Context: an optimization exercise on an open-source flow, tuned for small area, a short achievable clock period and few clock cycles per item. The choices shown serve that exercise and are no tape-out recipe. Only simulation tests tie the RTL to the original design; equivalence was not proved.

==> flow/design.v (outline; a module is shown in full before it is edited, if it fits) <==
// module flit_rx_check: 1140 lines
module flit_rx_check (
  input  wire        clk,
  input  wire        rst,
  input  wire        in_valid,
  output wire        in_ready,
  input  wire [63:0] in_data,
  output wire        out_valid,
  input  wire        out_ready,
  output wire [63:0] out_data,
  output wire        out_last,
  output wire        out_fec_fail,
  output wire        out_crc_fail
);
  // ...
==> flow/flow/run.sh <==
#!/bin/bash
# Layout flow: the standard layout (standard.sh, its synthesis, floorplan,
# power grid, placement, CTS and routing unchanged), with two changes to how
# the layout is optimised:
#  - timing repair aims at a 7.5 ns clock period (setup margin 22.5 ns on the
#    30 ns constraint), so gates on the long paths are sized and buffered;
#  - the port buffers are buf_4 cells instead of the delay buffer the flow
#    picks by default.
# The constraints (constraint.sdc) are not changed. make's output goes to
# make_finish.log; each ORFS step logs to orfs/logs/.
set -euo pipefail
bash standard.sh SETUP_SLACK_MARGIN=22.5 "BUFFER_PORTS_ARGS=-buffer_cell sky130_fd_sc_hd__buf_4" finish > make_finish.log 2>&1
==> flow/standard.sh <==
#!/bin/bash
# synth_recipe.tcl (not shown) runs the flow's synth.tcl, then flattens the netlist and writes it again
# the make line also repeats each setting of config.mk as NAME=value (left out here)
make -C /OpenROAD-flow-scripts/flow DESIGN_CONFIG=/design/flow/config.mk WORK_HOME=/design/flow/orfs CLKGATE_MAP_FILE= SYNTH_SCRIPT=/design/flow/synth_recipe.tcl "${@:-finish}"
==> flow/config.mk <==
export PLATFORM = sky130hd
export DESIGN_NAME = flit_rx_check
export DESIGN_NICKNAME = flit_rx_check
export VERILOG_FILES = /design/flow/design.v
export SDC_FILE = /design/flow/constraint.sdc
export NUM_CORES = 8
export LEC_CHECK = 0
export CAP_MARGIN = 20
export CORE_MARGIN = 2
export CORE_UTILIZATION = 30
export CTS_CLUSTER_DIAMETER = 60
export CTS_CLUSTER_SIZE = 30
export SLEW_MARGIN = 20
==> flow/constraint.sdc <==
create_clock -name core_clock -period 30.0 [get_ports {clk}]
set_input_delay 6.0000 -clock core_clock [delete_from_list [all_inputs] [get_ports {clk}]]
set_output_delay 6.0000 -clock core_clock [all_outputs]
set_load 0.01 [all_outputs]
==> results.tsv, run 1 <==
stage	metric	value	unit
status	status	no timing/DRC/antenna violations	
logic_synthesis	Mapped Area	93600	µm²
cells_and_area	multi-input combinational area share	0.281	
cells_and_area	Seq/total area	0.590	
grt	global-route wire length before repair	363000	µm
route	DRC viols	0	
logic_synthesis	synth cell count leaders	dfxtp_1, xnor2_1, nand2_1	
worst_setup_path	Crit Path Max Fanout	2	
cells_and_area	fraction of layout cells with a size suffix above 1	0.104	
cells_and_area	Synth-to-Final Area Change	14.4	%
clock_tree	CTS sink cnt	2934	
route	Vias per Instance	4.25	
floorplanning	tap cell count	4140	
route	routed wire length on met2	117000	µm
cells_and_area	Non-clock buffers	343	
logic_synthesis	syn avg cell area	12.7	µm²
logic_synthesis	main combinational cell family by area after synthesis	XOR/XNOR gates	
route	DRT iter0 DRCs	4110	
route	WL met1	115000	µm
logic_synthesis	asr flop ratio synth	0	
worst_setup_path	Setup crit start	in_valid	
route	ANT nets after route	0	
timing	setup_tns	0	ns
logic_synthesis	simple-gate portion of the synthesized area	0.0631	
route	WL/cell	21.7	µm
timing	clk_skew	0.102	ns
cells_and_area	Seq cells	2934	
clock_tree	Clock Path Buffers	4	
cells_and_area	max FFs per register	2368	
logic_synthesis	Synth cell types	83	
clock_tree	post-CTS setup repair buffer count	39	
logic_synthesis	area leader, netlist	dfxtp_1	
logic_synthesis	Synth area leaders	dfxtp_1, xnor2_1, edfxtp_1	
Testbench counts, summed over its fixed seeds: cycles 16,680, flits 512.
==> run 2, diff against run 1 <==
--- a/flow/design.v
+++ b/flow/design.v
@@ -178,19 +178,27 @@
   assign in_ready     = in_rdy_q;
   assign out_valid    = ov_q;
   assign out_data     = out_q;
   assign out_last     = olast_q;
   assign out_fec_fail = ofec_q;
   assign out_crc_fail = ocrc_q;
   wire wr = in_valid && in_rdy_q;
   wire rd = rd_ok && (!ov_q || out_ready);
-  wire [5:0] occ_n   = occ + {5'd0, wr} - {5'd0, rd};
-  wire [5:0] wdist_n = wr ? 6'd0 : (wdist == 6'd0 ? 6'd36 : wdist - 6'd1);
-  wire [5:0] rdist_n = rd ? 6'd0 : (rdist == 6'd0 ? 6'd36 : rdist - 6'd1);
+  wire [5:0] occ_inc = occ + 6'd1;
+  wire [5:0] occ_dec = occ - 6'd1;
+  wire [5:0] occ_n   = (wr && !rd) ? occ_inc : ((rd && !wr) ? occ_dec : occ);
+  wire [5:0] wdist_d = (wdist == 6'd0) ? 6'd36 : wdist - 6'd1;
+  wire [5:0] rdist_d = (rdist == 6'd0) ? 6'd36 : rdist - 6'd1;
+  wire [5:0] wdist_n = wr ? 6'd0 : wdist_d;
+  wire [5:0] rdist_n = rd ? 6'd0 : rdist_d;
+  wire occ_is0 = (occ == 6'd0), occ_is1 = (occ == 6'd1);
+  wire occ_isf = (occ == 6'd37), occ_isf1 = (occ == 6'd36);
+  wire nz_n   = (wr && !rd) ? 1'b1 : ((rd && !wr) ? !occ_is1 : !occ_is0);
+  wire nf_n   = (wr && !rd) ? !occ_isf1 : ((rd && !wr) ? 1'b1 : !occ_isf);
   integer i;
   always @(posedge clk) begin
     for (i = 0; i < L - 1; i = i + 1)
       ring[i] <= ring[i + 1];
     ring[L-1] <= wr ? in_data : ring[0];
   end
   always @(posedge clk) begin
     if (rst) begin
@@ -209,18 +217,18 @@
       rdist    <= rdist_n;
       occ      <= occ_n;
       if (wr) wbeat <= wbeat + 5'd1;
       if (rd) begin
         rbeat   <= rbeat + 5'd1;
         r_first <= (rbeat == 5'd31);
         r_last  <= (rbeat == 5'd30);
       end
-      in_rdy_q <= (wdist_n == 6'd0) && (occ_n != 6'd37);
-      rd_ok    <= (rdist_n == 6'd0) && (occ_n != 6'd0) && chien_ok_n;
+      in_rdy_q <= (wr || wdist == 6'd1) && nf_n;
+      rd_ok    <= (rd || rdist == 6'd1) && nz_n && chien_ok_n;
       wr_q     <= wr;
     end
     wr_beat_q <= wbeat;
   end
   reg  [31:0] syn [0:2];
   wire [63:0] wb = ring[L-1];
   wire        sfirst = (wr_beat_q == 5'd0);
   wire        sdone  = wr_q && (wr_beat_q == 5'd31);
@@ -755,17 +763,18 @@
       2'd1: okc[2] = chu[2][42];
       2'd2: okc[2] = chu[2][43];
       default: okc[2] = 1'b0;
     endcase
   end
   wire done_rd = rd && r_last;
   assign load  = next_ok && (!chien_ok || done_rd);
   wire lsel    = next_ok && (!chien_ok || r_last);
-  assign chien_ok_n = load || (chien_ok && !done_rd);
+  assign chien_ok_n = rd ? ((next_ok && (!chien_ok || r_last)) || (chien_ok && !r_last))
+                         : (next_ok || chien_ok);
   always @(posedge clk) begin
     if (rst) begin
       pend_v   <= 2'b00;
       chien_ok <= 1'b0;
     end else begin
       chien_ok <= chien_ok_n;
       if (load)
         pend_v <= 2'b00;
==> flow/config.mk (replaced) <==
export PLATFORM = sky130hd
export DESIGN_NAME = flit_rx_check
export DESIGN_NICKNAME = flit_rx_check
export VERILOG_FILES = /design/flow/design.v
export SDC_FILE = /design/flow/constraint.sdc
export NUM_CORES = 8
export LEC_CHECK = 0
export CAP_MARGIN = 20
export CORE_MARGIN = 2
export CORE_UTILIZATION = 50
export CTS_CLUSTER_DIAMETER = 60
export CTS_CLUSTER_SIZE = 30
export SLEW_MARGIN = 20
==> run 2 against run 1 <==
Still clean; critical path depth down 17; clock skew down 0.0067 ns; sequential share of layout area up 1.2 points; register-to-register slack worse by 0.23 ns; utilization up 21 points; via count down 0.37%; flip-flop and latch count unchanged; non-clock buffer count down 43; worst setup slack better by 0.11 ns; largest cell class unchanged.
==> results.tsv, run 2 <==
stage	metric	value	unit	change
placement	gpl congestion	1.00		
timing	final hold vios	0		
floorplanning	DIE AREA	192000	µm²	
cells_and_area	register area	63100	µm²	
route	Vias per Instance	4.92		+16%
cells_and_area	largest register by flop count	ring		
cells_and_area	fill count	15608		
logic_synthesis	count leader, synth	dfxtp_1		
clock_tree	CTS sink cnt	2934		unchanged
worst_setup_path	R2R cell count	22		
cells_and_area	Synth-to-Final Area Change	11.3	%	
route	final WL	243000	µm	
cells_and_area	fraction of layout cells with a size suffix above 1	0.0982		-0.00543
logic_synthesis	asr flop ratio synth	0		unchanged
worst_setup_path	worst reg2reg endpoint	chs[2][38]		
grt	largest net degree at the start of global routing	92		
clock_tree	CTS Buf Count	158		
timing	clk_skew	0.0956	ns	-0.00674 ns
timing	hold slack	0.267	ns	
grt	GR Overflow Total	0		
logic_synthesis	area leader, netlist	dfxtp_1		
worst_setup_path	Slowest-stage cell, CP	dfxtp_4		
hold_path	HP Start	ring[8][60]		
timing	setup_tns	0	ns	unchanged
worst_setup_path	CP endpoint kind	output port		
run	max_cap viols	0		
floorplanning	Initial Util	0.502		
timing	Final setup viols	0		
logic_synthesis	synth cell count leaders	dfxtp_1, xnor2_1, nand2_1		
placement	Area after DPL	98800	µm²	
logic_synthesis	Primary FF master, synth	dfxtp_1		
cells_and_area	most frequent cells in the layout	dfxtp_1, xnor2_1, nand2_1, xor2_1, edfxtp_1		
logic_synthesis	Post-synth EDFFs	421		
floorplanning	Ports	137		
grt	vias in the first global route	47749		
worst_setup_path	Critical Path Start Type	flip-flop		
timing	max-slew violations	0		
clock_tree	Root Driver	clkbuf_16		
logic_synthesis	Mapped Area	94200	µm²	+0.62%
clock_tree	CTS tree	built		
logic_synthesis	syn avg cell area	12.8	µm²	+0.38%
logic_synthesis	#FFs+latches synth	2934		
cells_and_area	Layout Cells excl Fill	10230		
timing	Tcrit/Tclk final	0.248		
clock_tree	clock-pin slew on the worst setup and hold paths	0.10	ns	
floorplanning	die span in x	438	µm	
worst_setup_path	R2R Path Start	b_num1[4]		
grt	grt met1 use	0.355		
logic_synthesis	Yosys Warn Count	5		
clock_tree	Clock Path Buffers	3		-1
cells_and_area	multi-input combinational cell area	30600	µm²	
worst_setup_path	CP max stage delay	0.43	ns	
timing	post-layout min period	7.45	ns	
logic_synthesis	Seq/Total Area, Yosys	0.668		
timing	Final WS setup	22.55	ns	
floorplanning	row cnt	159		
route	WL/cell	23.8	µm	+9.3%
logic_synthesis	Synth cell types	99		+19%
hold_path	Hold Crit Endpoint	ring[7][60]		
cells_and_area	nets	7737		
worst_setup_path	WP data required	24.00	ns	
route	1st-pass router iterations	5		
cells_and_area	commonest non-fill, non-tap cell in the layout	dfxtp_1		
placement	port bufs	136		
logic_synthesis	synthesized instance count	7386		
cells_and_area	final core utilization	0.559		
clock_tree	# H-tree levels	4		
grt	met2 Resource Use GR	0.391		
route	DRT iter0 DRCs	4717		+15%
cells_and_area	top flop regs	ring: 2368 flops, chs: 132 flops, syn: 96 flops		
hold_path	min-delay worst type	reg -> reg		
placement	DP Worst Slack	20.89	ns	
hold_path	hold depth	0		
cells_and_area	max FFs per register	2368		unchanged
timing	RSZ-0062 raised after global routing	false		
clock_tree	worst skew pair latency	0.87	ns	
worst_setup_path	r2r setup slk	22.81	ns	
grt	antenna violations before repair	19		
grt	M3 GR Usage	0.0324		
logic_synthesis	syn_nets	7497		
logic_synthesis	share of Yosys cell area claimed by the top area cell type	0.534		
floorplanning	core footprint	188000	µm²	
worst_setup_path	CP bufs+invs	1		
logic_synthesis	Synth area leaders	dfxtp_1, xnor2_1, edfxtp_1		
worst_setup_path	CP cell instances	buf_4		
worst_setup_path	Crit Path Category	reg -> out		
status	status	no timing/DRC/antenna violations		
placement	dpl cells	9927		
cells_and_area	cell area after layout	105000	µm²	
worst_setup_path	delay-heaviest family, CP	flip-flops		
route	DRC viols	0		unchanged
timing	Fmax achieved	0.134	GHz	
grt	global-route wire length before repair	342000	µm	-5.8%
floorplanning	DIE HEIGHT	438	µm	
timing	Worst slew margin	0.184		
placement	hpwl dp	180000	µm	
worst_setup_path	Crit Path Max Fanout	3		+1
worst_setup_path	Critical Path AT	1.45	ns	
route	ANT nets after route	0		unchanged
timing	slew at the pin closest to its max-slew limit	1.22	ns	
grt	Top Usage Layer GRT	met2		
route	via count	50320		
grt	total global-route track usage	0.250		
clock_tree	CTS hold repair buffers	0		
==> run 2: changes by cell type after synthesis, moves of 9 or more <==
cell	delta
xnor2_1	-37
nand2_1	-26
nor2_1	+21
nor3_1	-17
a21oi_1	+13
a311oi_1	-13
or3_1	-13
nand4_1	+11
xor2_1	+11
inv_1	-10
mux2_2	+9
==> run 2: worst max-delay path by stage <==
| stage | startpoint | to | cells after the start | slack [ns] |
|---|---|---|---|---|
| after floorplan | out_ready | chs[0][0] | 3 | 22.34 |
| after global placement | in_valid | occ[5] | 10 | 20.80 |
| after detailed placement | in_valid | occ[5] | 10 | 20.89 |
| after CTS | in_valid | occ[5] | 10 | 22.48 |
| after global routing | b_num1[4] | chs[2][38] | 22 | 22.49 |
| final | out_q[30] | out_data[30] | 1 | 22.55 |
==> run 2: logic make-up (layout without fill, tap and decap cells) <==
| kind of cell | count (synthesis) | in the layout | synth area share |
|---|---|---|---|
| flip-flops | 2934 | 2934 | 0.668 |
| XOR/XNOR | 2218 | 2218 | 0.214 |
| AND/OR/NAND/NOR | 1391 | 1391 | 0.0616 |
| AO/OA/AOI/OAI | 436 | 436 | 0.0293 |
| buffers and inverters | 290 | 631 | 0.0124 |
| multiplexers | 73 | 73 | 0.00821 |
| adder cells (fa/ha/maj) | 44 | 44 | 0.00582 |
| other | 0 | 8 | 0 |
==> run 2: metal layers <==
metal / routed length, µm / share of wire
met2: 109000 / 0.45
met4: 9850 / 0.041
met3: 12400 / 0.051
met1: 112000 / 0.46
met5: 9 / 0.000037
==> run 2: what timing repair did <==
| action | in CTS | in global routing |
|---|---|---|
| buffers inserted | 10 | 23 |
| endpoints found under the setup margin | 153 | 91 |
| gates resized for setup | 109 | 6 |
| pin swaps | 0 | 1 |
==> run 2: layout make-up <==
type	instances	area share
clock inverters	81	0.0131
clock buffers	180	0.0395
repair buffers	300	0.0217
well taps	2495	0.0298
diodes	8	0.000191
inverters	70	0.00262
flip-flops and latches	2934	0.602
multi-input cells	4162	0.291
Testbench counts of run 2, summed over its fixed seeds: cycles 16,680, flits 512.

afterwards: timing with drivers on the ports:
How much do the figures lean on ideal ports? The routed layouts below were timed once more, with nothing changed but the port constraints. Step 1 sets driving cells, clkbuf_16 on the clock port and buf_2 on the other inputs (assumed; they add their load-dependent delay and slew). Step 2 times the ports against the registers' clock, not the clock port: input delays grow and output delays shrink by t, the midpoint of the rising clock arrivals with the driver on. Slacks: ideal / step 1 / step 2; pairs: ideal / step 1.
run	t (ns)	setup slack, ns	worst setup path after step 2	worst slew at a driven data input, ns
run 1	0.916	22.445 / 22.430 / 21.576	input to register	0.09
run 2	0.909	22.554 / 22.467 / 21.759	input to register	0.14
After both steps setup and hold are still met in every run listed. The setup slack of run 1, which loses most, moves by -0.015 ns with the drivers and by -0.869 ns with both steps.
